This is an optimization exercise on Yosys and OpenROAD, whose aim is small area, a short achievable clock period and few clock cycles per item, not a production implementation. Function was checked by simulation only, so behaviour that the tests miss may differ from the original. Power figures rest on the tool's default switching activity, not on a simulated workload.

==> job 420 <==
// tangram_fpu
module tangram_fpu (
    input  wire        clk,
    input  wire        rst,         
    input  wire        in_valid,
    output wire        in_ready,
    input  wire [3:0]  in_fn,       
    input  wire [31:0] in_a,
    input  wire [31:0] in_b,
    input  wire [1:0]  in_frm,      
    input  wire        in_ftz,
    output reg         out_valid,
    input  wire        out_ready,
    output reg  [31:0] out_result,
    output reg  [3:0]  out_flags    
);
Settings: LEC_CHECK=0, ABC_AREA=1, CAP_MARGIN=20, CORE_MARGIN=2, CORE_UTILIZATION=65, SLEW_MARGIN=60; clock period 26.0 ns.
standard.sh (not shown) runs the stock make flow with config.mk's settings and CLKGATE_MAP_FILE= SYNTH_SCRIPT=/design/flow/synth_recipe.tcl, a recipe that flattens the netlist after the stock synthesis.
==> flow/flow/run.sh <==
#!/bin/bash
# The standard layout, with the port buffers that buffer_ports inserts made
# sky130_fd_sc_hd__buf_2 instead of its default pick (a delay buffer).
set -euo pipefail
export BUFFER_PORTS_ARGS="-buffer_cell sky130_fd_sc_hd__buf_2"
bash standard.sh > standard.log 2>&1
==> job 4289: changes against job 420 <==
--- a/flow/config.mk
+++ b/flow/config.mk
@@ -5,8 +5,8 @@
 export SDC_FILE = /design/flow/constraint.sdc
 export NUM_CORES = 4
 export LEC_CHECK = 0
 export ABC_AREA = 1
 export CAP_MARGIN = 20
 export CORE_MARGIN = 2
 export CORE_UTILIZATION = 65
-export SLEW_MARGIN = 60
+export SLEW_MARGIN = 20
==> job 5702: changes against job 420 <==
--- a/flow/design.v
+++ b/flow/design.v
@@ -1395,25 +1395,27 @@
     wire [31:0] flush_a = za ? {sa, 31'd0} : a0;
     wire [31:0] flush_b = zb ? {sb, 31'd0} : b0;
     wire is_add = fn0 == FN_FADD || fn0 == FN_FSUB;
     wire is_mul = fn0 == FN_FMUL;
     wire sbe    = sb ^ (fn0 == FN_FSUB);
     wire swap   = raw_lt;
     wire sx     = swap ? sbe : sa;
-    wire sy     = swap ? sa : sbe;
     wire [23:0] mx = swap ? mb : ma;
     wire [23:0] my = swap ? ma : mb;
     wire [7:0]  bex = swap ? beb : bea;
-    wire [8:0]  d_ab = {1'b0, bea} - {1'b0, beb};
-    wire [8:0]  d_ba = {1'b0, beb} - {1'b0, bea};
-    wire [8:0]  d    = swap ? d_ba : d_ab;
-    wire [4:0]  dc   = (d > 9'd26) ? 5'd26 : d[4:0];
-    wire        eff_sub = sx ^ sy;
-    wire [49:0] y_sh  = {my, 26'd0} >> dc;
-    wire [47:0] y_al  = {1'b0, y_sh[49:4], y_sh[3] | (|y_sh[2:0])};
+    wire        eff_sub = sa ^ sbe;
+    wire [8:0]  d_ab  = {1'b0, bea} - {1'b0, beb};
+    wire [8:0]  d_ba  = {1'b0, beb} - {1'b0, bea};
+    wire        e_swp = d_ab[8];                      
+    wire [8:0]  d     = e_swp ? d_ba : d_ab;
+    wire [4:0]  dc    = (d > 9'd26) ? 5'd26 : d[4:0];
+    wire [23:0] ys    = e_swp ? ma : mb;
+    wire [49:0] y_sh  = {ys, 26'd0} >> dc;
+    wire [47:0] y_al  = (d == 9'd0) ? {1'b0, my, 23'd0}
+                                     : {1'b0, y_sh[49:4], y_sh[3] | (|y_sh[2:0])};
     wire [47:0] mul_s, mul_c;
     fpu_mul24 u_mul (.a(ma), .b(mb), .s(mul_s), .c(mul_c));
     wire signed [9:0] eb47_mul = $signed({2'd0, bea}) + $signed({2'd0, beb}) - 10'sd126;
     wire signed [9:0] eb47_add = $signed({2'd0, bex}) + 10'sd1;
     reg        byp;
     reg [31:0] bval;
     reg        bnv;
==> results.json <==
{
  "status": "no timing/DRC/antenna violations",
  "avgSynthCellArea_um2": 7.18,
  "drt_wl_total_um": 157000,
  "die_w_um": 257,
  "whs_ps": 419,
  "path_class": "reg2out",
  "endpoint_kind": "output port"
}
That was job 5702.
==> results.json <==
{
  "die_w_um": 254,
  "p_total_mw": 3.74,
  "gp_congestion": 1.04,
  "whs_ps": 426,
  "endpoint_kind": "output port",
  "path_class": "reg2out",
  "status": "no timing/DRC/antenna violations",
  "avgSynthCellArea_um2": 7.31,
  "combPwrFrac_pct": 64.0,
  "drt_wl_total_um": 148000
}
That was job 420.
==> results.json <==
{
  "r2r-start": "b0[13]",
  "synth_fa_ha_area_share_pct": 18.4,
  "synth-compound-area-share_pct": 16.9,
  "status": "no timing/DRC/antenna violations",
  "path_class": "reg2reg",
  "portBuffers": 112,
  "endpoint_kind": "flip-flop",
  "placed_area_mm2": 0.0414,
  "die_w_um": 254,
  "whs_ps": 422,
  "drt_wl_total_um": 148000,
  "avgSynthCellArea_um2": 7.31
}
That was job 4289.
Testbench counts of job 420, summed over its fixed seeds: cycles 16,032, items 16,000.
Testbench counts of job 4289, summed over its fixed seeds: cycles 16,032, items 16,000.
Testbench counts of job 5702, summed over its fixed seeds: cycles 16,032, items 16,000.

* * *

==> delta <==
tangram_fpu, a different RTL version from the one above (not shown whole).
Settings: LEC_CHECK=0, ABC_AREA=1, CAP_MARGIN=20, CORE_MARGIN=2, CORE_UTILIZATION=50, SLEW_MARGIN=20; clock period 26.0 ns.
Scripts as last shown in full above: flow/flow/run.sh
==> inputs of pepper, as changes to delta <==
--- a/flow/design.v
+++ b/flow/design.v
@@ -88,26 +88,31 @@
             assign c4[4*i+3:4*i] = z3[2*i+1] ? {1'b1, c3[6*i+2:6*i]} : {1'b0, c3[6*i+5:6*i+3]};
         end
     endgenerate
     assign n = z4[1] ? {1'b1, c4[3:0]} : {1'b0, c4[7:4]};
 endmodule
 module fpu_norm (
     input  wire        [47:0] s,
     input  wire        [4:0]  n,
+    input  wire               under,
+    input  wire        [4:0]  r,
     input  wire signed [9:0]  eb47,
     output wire        [25:0] v,
     output wire               st,
     output wire        [8:0]  eb
 );
     wire [47:0] sn  = s << n;
+    wire        stl = |(s[21:0] & (22'h3F_FFFF >> n));
+    wire [25:0] vr  = s[47:22] >> r;
+    wire        str = (|s[21:0]) | (|(s[47:22] & ~(26'h3FF_FFFF << r)));
     wire signed [9:0] ebn = eb47 - $signed({5'd0, n});
-    assign v  = sn[47:22];
-    assign st = |(s[21:0] & (22'h3F_FFFF >> n));
-    assign eb = ebn[8:0];
+    assign v  = under ? vr : sn[47:22];
+    assign st = under ? str : stl;
+    assign eb = under ? 9'd1 : ebn[8:0];
 endmodule
 module fpu_add48 (
     input  wire [47:0] x,
     input  wire [47:0] y,
     output wire [47:0] s
 );
     wire [47:0] g0 = x & y;
     wire [47:0] p0 = x ^ y;
@@ -1584,51 +1589,61 @@
     fpu_add48 u_add (.x(x1), .y(y1), .s(sum));
     wire signed [9:0] lmax_full = eb47_1 - 10'sd1;
     wire        lim_zero = byp1 || eb47_1 < 10'sd2;
     wire        nostop   = !byp1 && eb47_1 > 10'sd48;
     wire [5:0]  stop_pos = lim_zero ? 6'd47 : (6'd47 - lmax_full[5:0]);
     wire [47:0] stop     = nostop ? 48'd0 : (48'd1 << stop_pos);
     wire [4:0]  nsh;
     fpu_lzc26 u_lzc (.x(sum[47:22] | stop[47:22]), .n(nsh));
-    wire        under  = !byp1 && eb47_1 < 10'sd1;
-    wire signed [9:0] r_full = 10'sd1 - eb47_1;
-    wire [4:0]  r      = (r_full > 10'sd31) ? 5'd31 : r_full[4:0];
-    wire [25:0] sum_r  = sum[47:22] >> r;
-    wire        st_r   = (|sum[21:0]) | (|(sum[47:22] & ~(26'h3FF_FFFF << r)));
-    wire [47:0] sum_d  = under ? {sum_r, 21'd0, st_r} : sum;
-    wire signed [9:0] eb47_d = under ? 10'sd1 : eb47_1;
     reg        v2;
     reg [47:0] s2;
     reg [4:0]  n2;
     reg        al2, byp2, bnv2, sign2, ftz2;
     reg [1:0]  rm2;
     reg signed [9:0] eb47_2;
     always @(posedge clk) begin
         if (en) begin
-            s2 <= sum_d; n2 <= nsh;
-            eb47_2 <= eb47_d; al2 <= al1;
+            s2 <= sum; n2 <= nsh;
+            eb47_2 <= eb47_1; al2 <= al1;
             byp2 <= byp1; bnv2 <= bnv1; sign2 <= sign1; rm2 <= rm1; ftz2 <= ftz1;
         end
         if (rst)     v2 <= 1'b0;
         else if (en) v2 <= v1;
     end
+    wire        under = !byp2 && eb47_2 < 10'sd1;
+    wire signed [9:0] r_full = 10'sd1 - eb47_2;
+    wire [4:0]  r = (r_full > 10'sd31) ? 5'd31 : r_full[4:0];
     wire [25:0] nv;
     wire        nst;
     wire [8:0]  neb;
-    fpu_norm u_norm (.s(s2), .n(n2), .eb47(eb47_2), .v(nv), .st(nst), .eb(neb));
-    wire        zero2 = al2 && s2 == 48'd0;
+    fpu_norm u_norm (.s(s2), .n(n2), .under(under), .r(r), .eb47(eb47_2),
+                     .v(nv), .st(nst), .eb(neb));
+    reg        v3;
+    reg [25:0] v_3;
+    reg [8:0]  eb3;
+    reg        st3, zero3, byp3, bnv3, sign3, ftz3;
+    reg [1:0]  rm3;
+    always @(posedge clk) begin
+        if (en) begin
+            v_3 <= nv; st3 <= nst; eb3 <= neb;
+            zero3 <= al2 && s2 == 48'd0;
+            byp3 <= byp2; bnv3 <= bnv2; sign3 <= sign2; rm3 <= rm2; ftz3 <= ftz2;
+        end
+        if (rst)     v3 <= 1'b0;
+        else if (en) v3 <= v2;
+    end
     wire [31:0] c_res;
     wire [3:0]  c_flg;
-    fpu_round u_round (.sign(sign2), .eb(neb), .v(nv), .st(nst), .rm(rm2), .ftz(ftz2),
-                       .bypass(byp2), .bnv(bnv2), .zero(zero2),
+    fpu_round u_round (.sign(sign3), .eb(eb3), .v(v_3), .st(st3), .rm(rm3), .ftz(ftz3),
+                       .bypass(byp3), .bnv(bnv3), .zero(zero3),
                        .result(c_res), .flags(c_flg));
     reg [31:0] k_res;
     reg [3:0]  k_flg;
-    wire push   = en && v2;
+    wire push   = en && v3;
     wire take   = !out_valid || out_ready;      
     wire k_next = !rst && !take && (k_valid || push);
     always @(posedge clk) begin
         if (!k_valid) begin
             k_res <= c_res; k_flg <= c_flg;
         end
         if (take) begin
             out_result <= k_valid ? k_res : c_res;
- CORE_UTILIZATION: 50 -> 65
==> qor summary <==
item	pepper	delta
Detailed-route wire length on metal 1	52.9 mm	65.1 mm
Number of sequential storage elements	378	333
Clock skew after layout	0.0278 ns	0.0589 ns
Final design instance area without fill	44100 um^2	44300 um^2
Terminating pin of the worst hold path	sign2	ftz2
Number of instances in the placed design	6320	6773
Area share of fa/ha/maj cells after synthesis	0.171	0.171
Relative slew slack	0.195	0.242
Area occupied by multi-input gates	26300 um^2	27700 um^2
Final #Nets	6011	6238
Plain + repair buffers	201	211
Area Overhead vs Synth	5.77%	6.16%
Worst reg2reg setup slack	19.78 ns	19.63 ns
Initial cell density of the core	0.660	0.506
Run status	no timing/DRC/antenna violations	no timing/DRC/antenna violations
Length of routed met2 wiring	63.9 mm	73.1 mm
Length of the first detailed-routing pass in iterations	8	7
Static leakage	20.8 nW	21.0 nW
Total via count after detailed routing	41400	41700
Mean Syn Cell Area	7.43 um^2	7.14 um^2
Combinational power	2.44 mW	2.85 mW
Count of multi-input gates	4090	4392
Worst-margin pin slew	1.21 ns	1.14 ns
Overall die width	257 um	293 um
Sequential area share after synthesis	0.262	0.230
Maximum ir drop on the vdd rail	127 uV	61.3 uV
Testbench counts of delta, summed over its fixed seeds: cycles 16,032, items 16,000.
Testbench counts of pepper, summed over its fixed seeds: cycles 16,040, items 16,000.

* * *

==> build 92 <==
tangram_fpu with an RTL version that a note above also has.
Settings: LEC_CHECK=0, ABC_AREA=1, CAP_MARGIN=20, CORE_MARGIN=2, CORE_UTILIZATION=50, SLEW_MARGIN=20; clock period 26.0 ns.
run.sh (not shown) runs the stock make flow with config.mk's settings and CLKGATE_MAP_FILE= SYNTH_SCRIPT=/design/flow/synth_recipe.tcl, a recipe that flattens the netlist after the stock synthesis.
Stock flow here: none of the scripts above is used.
==> build 31 (differences from build 92) <==
==> flow/flow/run.sh (new file) <==
#!/bin/bash
# The standard layout, with the port buffers that buffer_ports inserts made
# sky130_fd_sc_hd__buf_2 instead of its default pick (a delay buffer).
set -euo pipefail
export BUFFER_PORTS_ARGS="-buffer_cell sky130_fd_sc_hd__buf_2"
bash standard.sh > standard.log 2>&1
==> flow/standard.sh (new file) <==
#!/bin/bash
# synth_recipe.tcl (not shown) runs the flow's synth.tcl, then flattens the netlist and writes it again
# the make line also repeats each setting of config.mk as NAME=value (left out here)
make -C /OpenROAD-flow-scripts/flow DESIGN_CONFIG=/design/flow/config.mk WORK_HOME=/design/flow/orfs CLKGATE_MAP_FILE= SYNTH_SCRIPT=/design/flow/synth_recipe.tcl "${@:-finish}"
removed: flow/run.sh
==> run notes <==
Build 92 finished clean. Build 31 passed the timing, design-rule and antenna checks. In area after synthesis, build 92 and build 31 do not differ. Between build 92 and build 31, the lower clock power is in build 92 (gap about 6.4%, measured against build 31). Non-clock buffer count: build 31 is lower than build 92 (2). Of build 31 and build 92, build 92 has the higher count of clock-buffer cells in the layout (gap 5).
Testbench counts of build 92, summed over its fixed seeds: cycles 16,040, items 16,000.
Testbench counts of build 31, summed over its fixed seeds: cycles 16,040, items 16,000.

* * *

==> 10-10 <==
tangram_fpu with an RTL version that a note above also has.
==> flow/design.v (excerpt) <==
module tangram_fpu (
    input  wire        clk,
    input  wire        rst,         
    input  wire        in_valid,
    output wire        in_ready,
    input  wire [3:0]  in_fn,       
    input  wire [31:0] in_a,
    input  wire [31:0] in_b,
    input  wire [1:0]  in_frm,      
    input  wire        in_ftz,
    output reg         out_valid,
    input  wire        out_ready,
    output reg  [31:0] out_result,
    output reg  [3:0]  out_flags    
);
    localparam [3:0] FN_FADD = 4'h0, FN_FSUB = 4'h1, FN_FMUL = 4'h2,
                     FN_FMIN = 4'h6, FN_FMAX = 4'h7, FN_FABS = 4'h8,
                     FN_FNEG = 4'h9, FN_FEQ  = 4'hA, FN_FLT  = 4'hB,
                     FN_FLE  = 4'hC;
    localparam [31:0] QNAN = 32'h7FC0_0000;
    reg  k_valid;                  
    reg  rdy;                      
    wire en = !k_valid;            
    assign in_ready = rdy;
    reg        v0;
    reg [3:0]  fn0;
    reg [31:0] a0, b0;
    reg [1:0]  rm0;
    reg        ftz0;
    reg        a_hid, b_hid;           
    always @(posedge clk) begin
        if (en) begin
            fn0 <= in_fn; a0 <= in_a; b0 <= in_b; rm0 <= in_frm; ftz0 <= in_ftz;
            a_hid <= |in_a[30:23]; b_hid <= |in_b[30:23];
        end
        if (rst)     v0 <= 1'b0;
        else if (en) v0 <= in_valid;
    end
    wire [7:0]  ea = a0[30:23], eb = b0[30:23];
    wire [22:0] fa = a0[22:0],  fb = b0[22:0];
    wire a_ez = !a_hid, a_emax = ea == 8'hFF, a_fz = fa == 23'd0;
  ...
export LEC_CHECK = 0
export ABC_AREA = 1
export CAP_MARGIN = 20
export CORE_MARGIN = 2
export CORE_UTILIZATION = 65
export PLACE_DENSITY = 0.85
export SLEW_MARGIN = 20
create_clock -name core_clock -period 26.0 [get_ports {clk}]
standard.sh (not shown) runs the stock make flow with config.mk's settings and CLKGATE_MAP_FILE= SYNTH_SCRIPT=/design/flow/synth_recipe.tcl, a recipe that flattens the netlist after the stock synthesis.
==> flow/flow/run.sh <==
#!/bin/bash
# The standard layout, with the port buffers that buffer_ports inserts made
# sky130_fd_sc_hd__buf_2 instead of its default pick (a delay buffer).
set -euo pipefail
export BUFFER_PORTS_ARGS="-buffer_cell sky130_fd_sc_hd__buf_2"
bash standard.sh > standard.log 2>&1
==> inputs of 03-09, as changes to 10-10 <==
--- a/flow/config.mk
+++ b/flow/config.mk
@@ -9,5 +9,4 @@
 export CAP_MARGIN = 20
 export CORE_MARGIN = 2
 export CORE_UTILIZATION = 65
-export PLACE_DENSITY = 0.85
 export SLEW_MARGIN = 20
==> notes <==
Worst hold slack: 10-10 is worse than 03-09 (2.6 ps).
Of 10-10 and 03-09, 03-09 has the higher global-route usage (gap 1.7 points).
10-10 went through all stages and came out clean. 03-09 ran to the end with no violations.
Of 10-10 and 03-09, 10-10 has the higher count of clock-buffer cells in the layout (gap 3).
In cell count, 10-10 and 03-09 hardly differ.
Of 03-09 and 10-10, 03-09 has the higher maximum frequency (gap 1.9%, measured against 10-10).
In die area, 10-10 and 03-09 do not differ.
Clock skew: 03-09 is higher than 10-10 (15 ps).
Register-to-register slack: 03-09 is better than 10-10 (130 ps).
==> figures <==
Status: 03-09 complete, no violations; 10-10 complete, no violations
Worst EP required: 03-09 20800 ps; 10-10 26340 ps
Logic depth of the worst setup path including buffers: 03-09 1; 10-10 24
Total wire length after detailed routing: 03-09 157000 um; 10-10 150000 um
# clk buffers: 03-09 45; 10-10 48
Amount of wire on met3 after detailed routing: 03-09 23000 um; 10-10 22600 um
GRT met1 Usage: 03-09 0.564; 10-10 0.538
Core occupancy in the finished layout: 03-09 0.694; 10-10 0.693
Highest attainable clock frequency: 03-09 158 MHz; 10-10 155 MHz
Post-placement cell count: 03-09 6495; 10-10 6493
# nets final: 03-09 6198; 10-10 6194
Post-route worst setup slack: 03-09 19660 ps; 10-10 19540 ps
Placer's final routability congestion estimate: 03-09 1.05; 10-10 1.05
Combinational logic power: 03-09 2.72 mW; 10-10 2.65 mW
Filler cell count: 03-09 5436; 10-10 5273
Routed wire length per instance: 03-09 23.9 um; 10-10 22.9 um
Global Route Usage Sum: 03-09 0.464; 10-10 0.447
Worst setup path endpoint: 03-09 out_flags[2]; 10-10 y1[39]$_SDFFCE_PN0N_
Testbench counts of 10-10, summed over its fixed seeds: cycles 16,032, items 16,000.
Testbench counts of 03-09, summed over its fixed seeds: cycles 16,032, items 16,000.

what the ideal ports hide:
No port has a modelled driver above. Below, the same layouts with a new extraction and two added sets of constraints. Step 1 assumes that a clkbuf_16 drives the clock port and a buf_2 every other input. Step 2 times the ports against the registers' clock, not the clock port: input delays grow and output delays shrink by t, the midpoint of the rising clock arrivals with the driver on. Three values: ideal, step 1, step 2; two values: the first two.
run | t (ns) | slack for setup (ns) | worst setup path at the end
job 420 | 0.665 | 19.681 / 19.609 / 19.856 | input to register
job 4289 | 0.679 | 19.444 / 19.444 / 19.444 | register to register
job 5702 | 0.667 | 19.669 / 19.599 / 19.830 | input to register
delta | 0.703 | 19.600 / 19.529 / 19.625 | register to register
pepper | 0.678 | 19.666 / 19.601 / 19.759 | input to register
build 92 | 0.693 | 19.297 / 19.227 / 19.438 | input to register
build 31 | 0.697 | 19.595 / 19.524 / 19.778 | input to register
10-10 | 0.665 | 19.540 / 19.540 / 19.540 | register to register
03-09 | 0.676 | 19.659 / 19.588 / 19.666 | register to register
After both steps setup and hold are still met in every run listed.
